This is an optimization exercise on Yosys and OpenROAD, whose aim is small area, a short achievable clock period and few clock cycles per item, not a production implementation.
No run shown here included a check of the RTL's function; only the layout flow was run.

==> flow/design.v, too long to show whole: its modules and the start of the top module <==
// module sr_gen: 2707 lines
// module sr_fa: 10 lines
// module sr_x3: 8 lines
module sr_gen (
    input  wire        clk,
    input  wire        rst,
    input  wire        in_valid,
    output wire        in_ready,
    input  wire        in_load,
    input  wire [63:0] in_j,
    input  wire [63:0] in_s,
    input  wire [31:0] in_t,
    input  wire [47:0] in_x,
    output wire        out_valid,
    input  wire        out_ready,
    output wire [23:0] out_u
);
  // ...
==> flow/flow/run.sh <==
#!/bin/bash
# Layout: the standard flow (standard.sh) with the standard synthesis
# unchanged. After synthesis two things differ from the standard run:
#  - the port buffers are buf_2 cells instead of the delay cell that
#    buffer_ports picks by default (every port still gets its buffer);
#  - the delay cells (clkdlybuf4s*, dlygate*, dlymetal*) are added to the
#    platform's don't-use list, so the repair of slew, capacitance and long
#    wires uses plain buffers.
# Each tool's output goes to a log file of its own in this folder.
set -euo pipefail
bash standard.sh synth > synth.log 2>&1
FULL=$(make -s -C "$FLOW_HOME" DESIGN_CONFIG="$PWD/config.mk" WORK_HOME="$PWD/orfs" \
       print-DONT_USE_CELLS 2> print_dont_use.log | sed -n 's/^DONT_USE_CELLS: //p')
DU="$FULL"
for c in clkdlybuf4s15_1 clkdlybuf4s15_2 clkdlybuf4s18_1 clkdlybuf4s18_2 \
         clkdlybuf4s25_1 clkdlybuf4s25_2 clkdlybuf4s50_1 clkdlybuf4s50_2 \
         dlygate4sd1_1 dlygate4sd2_1 dlygate4sd3_1 \
         dlymetal6s2s_1 dlymetal6s4s_1 dlymetal6s6s_1; do
  DU="$DU sky130_fd_sc_hd__$c"
done
echo "DONT_USE_CELLS=$DU" > dont_use.txt
bash standard.sh "DONT_USE_CELLS=$DU" \
  "BUFFER_PORTS_ARGS=-buffer_cell sky130_fd_sc_hd__buf_2" finish > layout.log 2>&1
==> flow/standard.sh <==
#!/bin/bash
# synth_recipe.tcl (not shown) runs the flow's synth.tcl, then flattens the netlist and writes it again
# the make line also repeats each setting of config.mk as NAME=value (left out here)
make -C /OpenROAD-flow-scripts/flow DESIGN_CONFIG=/design/flow/config.mk WORK_HOME=/design/flow/orfs CLKGATE_MAP_FILE= SYNTH_SCRIPT=/design/flow/synth_recipe.tcl "${@:-finish}"
==> flow/config.mk <==
export PLATFORM = sky130hd
export DESIGN_NAME = sr_gen
export DESIGN_NICKNAME = sr_gen
export VERILOG_FILES = /design/flow/design.v
export SDC_FILE = /design/flow/constraint.sdc
export NUM_CORES = 4
export LEC_CHECK = 0
export CAP_MARGIN = 50
export CORE_MARGIN = 2
export CORE_UTILIZATION = 65
export PLACE_DENSITY = 0.8
export SETUP_SLACK_MARGIN = 0.4
export SLEW_MARGIN = 80
export SYNTH_HIERARCHICAL = 1
==> flow/constraint.sdc <==
create_clock -name core_clock -period 12.0 [get_ports {clk}]
set_input_delay 2.4000 -clock core_clock [delete_from_list [all_inputs] [get_ports {clk}]]
set_output_delay 2.4000 -clock core_clock [all_outputs]
set_load 0.01 [all_outputs]
==> results.toml, run 1 <==
[setup_path]
critPathKind = "reg -> reg"
critical_path.endpoint = "ou[22]"
critPathMaxStageDelay_ps = 440
worstPathCellList = "ha_1 > fa_1 > nand3_1 > a2111oi_4 > buf_1 > a211oi_4 > buf_2 > o31a_2 > o211a_1 > o31ai_4 > buf_2 > buf_2 > a31o_1 > nand2_1 > xnor2_2 > mux2_2"
crit_start = "cs2[44]"
start_kind = "flip-flop"

[outcome]
status = "no timing/DRC/antenna violations"

[routing]
top_layer = "met5"
wire_per_inst_um = 34.09
viasPerCell = 6.839

[yosys]
ys_ff_latch = 775
synth_most_common_cell = "fa_1"

[sta]
final-setup-viol-count = 0
slew_violations = 0
hold_viol = 0
relSlewSlack_pct = 70.37

[finish]
clkbuf_count = 110
multi_input_area_mm2 = 0.04175
layout.nonclk_buf_share_pct = 5.418
multi_input_cells = 3233
utilization_pct = 77.96
postLayoutCellArea_mm2 = 0.06868

[clocking]
worst_skew_pair.late_latency_ps = 700
cts_setup_buffers = 0
clk_pin_slew_ps = 70
cts.repair.resized = 0
htree_levels = 3

[global_routing]
grt_pass1_wl_um = 295100
grtUsageMet1_pct = 55.28

[die]
die_w_um = 301.9
start_util_pct = 65.46

[placement]
pre_cts_slack_ps = 7663
place_area_mm2 = 0.06479

[min_path]
holdPathEnd = "k4"
hold_depth = 0
==> inputs of run 2 (changes only) <==
--- a/flow/design.v
+++ b/flow/design.v
@@ -8,17 +8,17 @@
     input  wire [63:0] in_s,
     input  wire [31:0] in_t,
     input  wire [47:0] in_x,
     output wire        out_valid,
     input  wire        out_ready,
     output wire [23:0] out_u
 );
     localparam [63:0] KEY_SALT = 64'h6A3D_2F59_C1B8_7E05;
-    localparam integer D = 6;     
+    localparam integer D = 7;     
     localparam [2:0] ST_IDLE = 3'd0;    
     localparam [2:0] ST_K1   = 3'd1;    
     localparam [2:0] ST_I2   = 3'd2;    
     localparam [2:0] ST_K2   = 3'd3;    
     localparam [2:0] ST_I3   = 3'd4;    
     localparam [2:0] ST_K3   = 3'd5;    
     reg  [2:0]  st;
     reg  [63:0] key;
@@ -2614,24 +2614,27 @@
     reg  [D-1:0] cnt;                   
     assign in_ready  = rdy_o;
     assign out_valid = ov;
     assign out_u     = ou;
     wire take   = in_valid && rdy;
     wire tload  = take && in_load;
     wire telem  = take && !in_load;
     wire pop    = ov && out_ready;
-    wire push   = v4 && !k4;
+    reg         rv;                     
+    reg  [23:0] res;
+    wire push   = rv;
     wire hfree  = !ov || pop;           
     wire fempty = !fcnt[0];
     wire fpush  = push && !(hfree && fempty);
     wire fpop   = hfree && !fempty;
     wire kr     = v4 && k4;             
     wire issue  = (st == ST_I2) || (st == ST_I3);
-    wire [63:0] z_a = in_load && !issue ? KEY_SALT : key;
+    wire [63:0] key_e = key ^ (key >> 32);   
+    wire [63:0] z_a = in_load && !issue ? KEY_SALT : key_e;
     wire [63:0] z_b = issue ? 64'd0 : (in_load ? in_j : {16'd0, in_x});
     wire [63:0] z   = z_a ^ z_b;
     wire [63:0] a1_d = z ^ (z >> 31);
     reg  [2:0] st_n;
     always @(*) begin
         st_n = st;
         case (st)
             ST_IDLE: if (tload) st_n = ST_K1;
@@ -2656,32 +2659,34 @@
             v2    <= 1'b0;
             v3    <= 1'b0;
             v4    <= 1'b0;
             wp    <= 3'd0;
             rp    <= 3'd0;
             fcnt  <= {(D-1){1'b0}};
             cnt   <= {D{1'b0}};
             ov    <= 1'b0;
+            rv    <= 1'b0;
         end else begin
             st    <= st_n;
             rdy   <= rdy_n;
             rdy_o <= rdy_n;
             if (tload)
-                key <= in_s;
+                key <= in_s ^ (in_s >> 32);
             else if (kr)
-                key <= r ^ ((st == ST_K1) ? key : (st == ST_K2) ? {32'd0, t_hold} : 64'd0);
+                key <= m2 ^ ((st == ST_K1) ? key : (st == ST_K2) ? {32'd0, t_hold} : 64'd0);
             v1 <= take || issue;
             k1 <= tload || issue;
             v2 <= v1;
             k2 <= k1;
             v3 <= v2;
             k3 <= k2;
             v4 <= v3;
             k4 <= k3;
+            rv <= v4 && !k4;
             if (hfree)
                 ov <= push || !fempty;
             if (fpush)
                 wp <= (wp == D - 2) ? 3'd0 : wp + 3'd1;
             if (fpop)
                 rp <= (rp == D - 2) ? 3'd0 : rp + 3'd1;
             if (fpush && !fpop)
                 fcnt <= {fcnt[D-3:0], 1'b1};
@@ -2694,20 +2699,21 @@
         if (tload)
             t_hold <= in_t;
         a1  <= a1_d;
         na1 <= ~a1_d;
         cs1 <= cs1_d;
         a2  <= a2_d;
         na2 <= ~a2_d;
         cs2 <= cs2_d;
+        res <= m2[63:40];
         if (push)                       
-            fifo[wp] <= r[63:40];
+            fifo[wp] <= res;
         if (hfree)
-            ou <= fempty ? r[63:40] : fifo[rp];
+            ou <= fempty ? res : fifo[rp];
     end
 endmodule
 module sr_fa (
     input  wire a,
     input  wire b,
     input  wire c,
     output wire s,
     output wire co
==> flow/config.mk (replaced) <==
export PLATFORM = sky130hd
export DESIGN_NAME = sr_gen
export DESIGN_NICKNAME = sr_gen
export VERILOG_FILES = /design/flow/design.v
export SDC_FILE = /design/flow/constraint.sdc
export NUM_CORES = 4
export LEC_CHECK = 0
export CAP_MARGIN = 50
export CORE_MARGIN = 2
export CORE_UTILIZATION = 50
export PLACE_DENSITY = 0.65
export SETUP_SLACK_MARGIN = 0.4
export SLEW_MARGIN = 80
export SYNTH_HIERARCHICAL = 1
==> run 2 against run 1 <==
Net effect:
- utilization is 17 points lower
- sequential share of layout area is 0.75 points higher
- count of clock-buffer cells in the layout stayed put
- synthesized area is 2.9% higher
- register-to-register slack better by 250 ps
- first-iteration DRC count is 26% lower
==> results.toml, run 2 <==
[routing]
ant_nets = 0
drtIter0Drc = 4476
dr.pass1.iters = 6
drc = 0
vias = 40910
wirelength_um = 202900
viasPerCell = 6.112
wire_per_inst_um = 30.32

[sta]
final-setup-viol-count = 0
fin_ws_ps = 7626
fin_setup_tns_ps = 0
rsz0062_at_grt = "no"
max_freq_ghz = 0.2286
clock_skew_ps = 39.65
worst_pin_slew_ps = 320.5
hold_viol = 0
relSlewSlack_pct = 78.63
fin_crit_sh_pct = 36.45
fin_crit_ps = 4374
slew_violations = 0

[yosys]
synth_common_cells = "1,220 x fa_1, 622 x dfxtp_1, 241 x a21oi_1"
syn_area_mm2 = 0.05936
synth_top_area_share_pct = 41.14
ys_ff_latch = 826
synth_warnings = 7
syn-num-nets = 6063
synth_flop_cell = "dfxtp_1"
synth_most_common_cell = "fa_1"
synth_area_per_cell_um2 = 13.18
ys_top_cells_by_area = "fa_1 41%, dfxtp_1 21%, edfxtp_1 10%"
ys_types = 87
yosysTopAreaCell = "fa_1"
synth_seq_area_share_pct = 31.30
synth_edf_count = 204
netlist_instances = 4504
synthArstFlopShare_pct = 0

[global_routing]
grtUsageMet3_pct = 9.454
grt_antenna_before_repair = 6
grtUsageMet1_pct = 42.45
grt_busiest_layer = "met2"
grt_pass1_vias = 43570
grt_max_degree = 40
grt-ovfl-total = 0
use_met2_pct = 53.93
gr-usage-all-layers_pct = 34.06
grt_pass1_wl_um = 294600

[finish]
largest_register_ffs = 144
postLayoutCellArea_mm2 = 0.07149
synthToLayoutAreaGrowth_pct = 20.43
final_cell_mix = "1,210 x fa_1, 413 x buf_2, 366 x dfxtp_1"
top_regs = "fifo x144, cs1 x127, cs2 x127"
regMostFlops = "fifo"
final_common_cell = "fa_1"
layout-drive-gt1-share_pct = 28.28
final_net_count = 6638

[setup_path]
rr_endpoint = "a2[25]"
crit_start = "cs1[31]"
crit_fanout = 5
start_kind = "flip-flop"
crit_top_cell = "buf_1"
worstPathCellList = "ha_1 > a31oi_2 > o211ai_1 > buf_1 > buf_1 > a2111oi_4 > buf_1 > o21bai_4 > a221o_2 > a2111oi_4 > buf_1 > buf_1 > buf_1 > nor3_4 > buf_2 > a21oi_1 > xnor2_2 > buf_2 > buf_2 > xor2_1"
reg2reg_setup_slack_ps = 7630
critPathKind = "reg -> reg"
timing.rr.start = "cs1[31]"
cp.arrival_ps = 4990
r2r_cells = 20
required_ps = 12620
cp-end-kind = "flip-flop"
cpMaxStageDelayCell = "a221o_2"
critPathMaxStageDelay_ps = 440

[die]
coreArea_mm2 = 0.1179
ioPinCount = 239
dieArea_mm2 = 0.1215
rows = 126
start_util_pct = 50.34
dieHeight_um = 348.6
die_w_um = 348.6

[min_path]
hold_path_class = "reg -> reg"
hold_depth = 0
holdPathEnd = "k3"
worstHoldStart = "k2"

[outcome]
status = "no timing/DRC/antenna violations"

[clocking]
worst_skew_pair.late_latency_ps = 700
cts.repair.resized = 0
numCtsBuffers = 89
postCtsHoldBufs = 0
cts_setup_buffers = 0
cts_tree = "built"
clk_pin_slew_ps = 60
cts_root_buf = "clkbuf_16"
cts_sinks = 826
htree_levels = 3
cts_max_path_buffers = 3

[placement]
place_area_mm2 = 0.06746
dpl.hpwl_um = 166700
io_buffers = 238
gp_congestion = 1.011
pre_cts_slack_ps = 7693

[flow_run]
max_cap_violations = 0
[run 2: per-stage QoR]
step | cells | hold WS (ps) | util (%)
2_1_floorplan | 4504 | 400.3 | -
3_3_place_gp | 6226 | 404.1 | 52.87
3_5_place_dp | 6504 | 404.5 | 57.20
4_1_cts | 6671 | 415.1 | 59.85
5_1_grt | 6691 | 415.4 | 60.62
6_report | 6694 | 419.3 | 60.62
[run 2: logic make-up (layout without fill, tap and decap cells)]
family                     count (synthesis)  in the layout  share of synthesized area [%]
DFF                                      826            826                          31.30
AOI/OAI and AO/OA                        845            845                          9.144
muxes                                     87             87                          1.983
xor gates and xnor gates                 324            324                          5.955
adders and majority gates               1346           1346                          43.80
other                                      0              3                              0
and+or+nand+nor                          698            698                          5.411
buffers and inverters                    378           1029                          2.409
[run 2: worst max-delay path by stage]
stage	to	slack, ps	depth (start not counted)
6_report	a2[25]	7630	20
5_1_grt	a2[25]	7430	20
4_1_cts	a2[25]	7650	20
3_5_place_dp	a2[25]	7690	20
3_3_place_gp	key[51]	5810	7
2_1_floorplan	t_hold[0]	7440	5
[run 2: modules after synthesis, one instance, submodules excluded]
module,flops+latches,cells,cell area [um^2]
sr_gen,826,3242,33930
sr_x3,0,1,23.77
sr_fa,0,1,20.02
[run 2: per-layer routing]
layer | wire length, um | vias to the layer above
met1 | 72360 | 21070
li1 | - | 16460
met4 | 13700 | 8
met2 | 94770 | 2699
met3 | 22060 | 674
met5 | 57 | -
[run 2: layout make-up]
class | instances | area [um^2]
diodes | 3 | 7.507
clock buffers | 110 | 2419
clock inverters | 57 | 708.2
fillers | 9067 | 46440
inverters | 236 | 908.4
multi-input cells | 3300 | 42220
flip-flops and latches | 826 | 19230
well taps | 1536 | 1922
repair buffers | 626 | 4073
[run 2: worst max-delay path, delay by kind of cell (launching register included)]
family | cells | cell delay [ps]
AOI/OAI and AO/OA | 7 | 1850
buffers and inverters | 9 | 1420
adders and majority gates | 1 | 360
DFF | 1 | 300
xor gates and xnor gates | 2 | 290
and+or+nand+nor | 1 | 80

-- what the ideal ports hide --
Ports are ideal in the flow. The routed layouts listed here were re-timed in OpenROAD. Step 1 (the two cells are an assumption about what drives the block):
set clk [get_ports {clk}]
set_driving_cell -lib_cell sky130_fd_sc_hd__clkbuf_16 $clk
set_driving_cell -lib_cell sky130_fd_sc_hd__buf_2 [delete_from_list [all_inputs] $clk]
Step 2, shift: input delay + t, output delay - t, t = (earliest + latest rising clock arrival at the registers) / 2. This alone moves slack from input paths to output paths. Slacks: ideal / step 1 / step 2; pairs: ideal / step 1.
run	t, ns	slack for setup (ns)	worst setup path at the end	latest minus earliest clock arrival (ns)
run 1	0.746	7.376 / 7.376 / 7.376	register to register	0.052 / 0.052
run 2	0.759	7.626 / 7.626 / 7.626	register to register	0.040 / 0.040
After both steps every run listed still meets setup and hold.
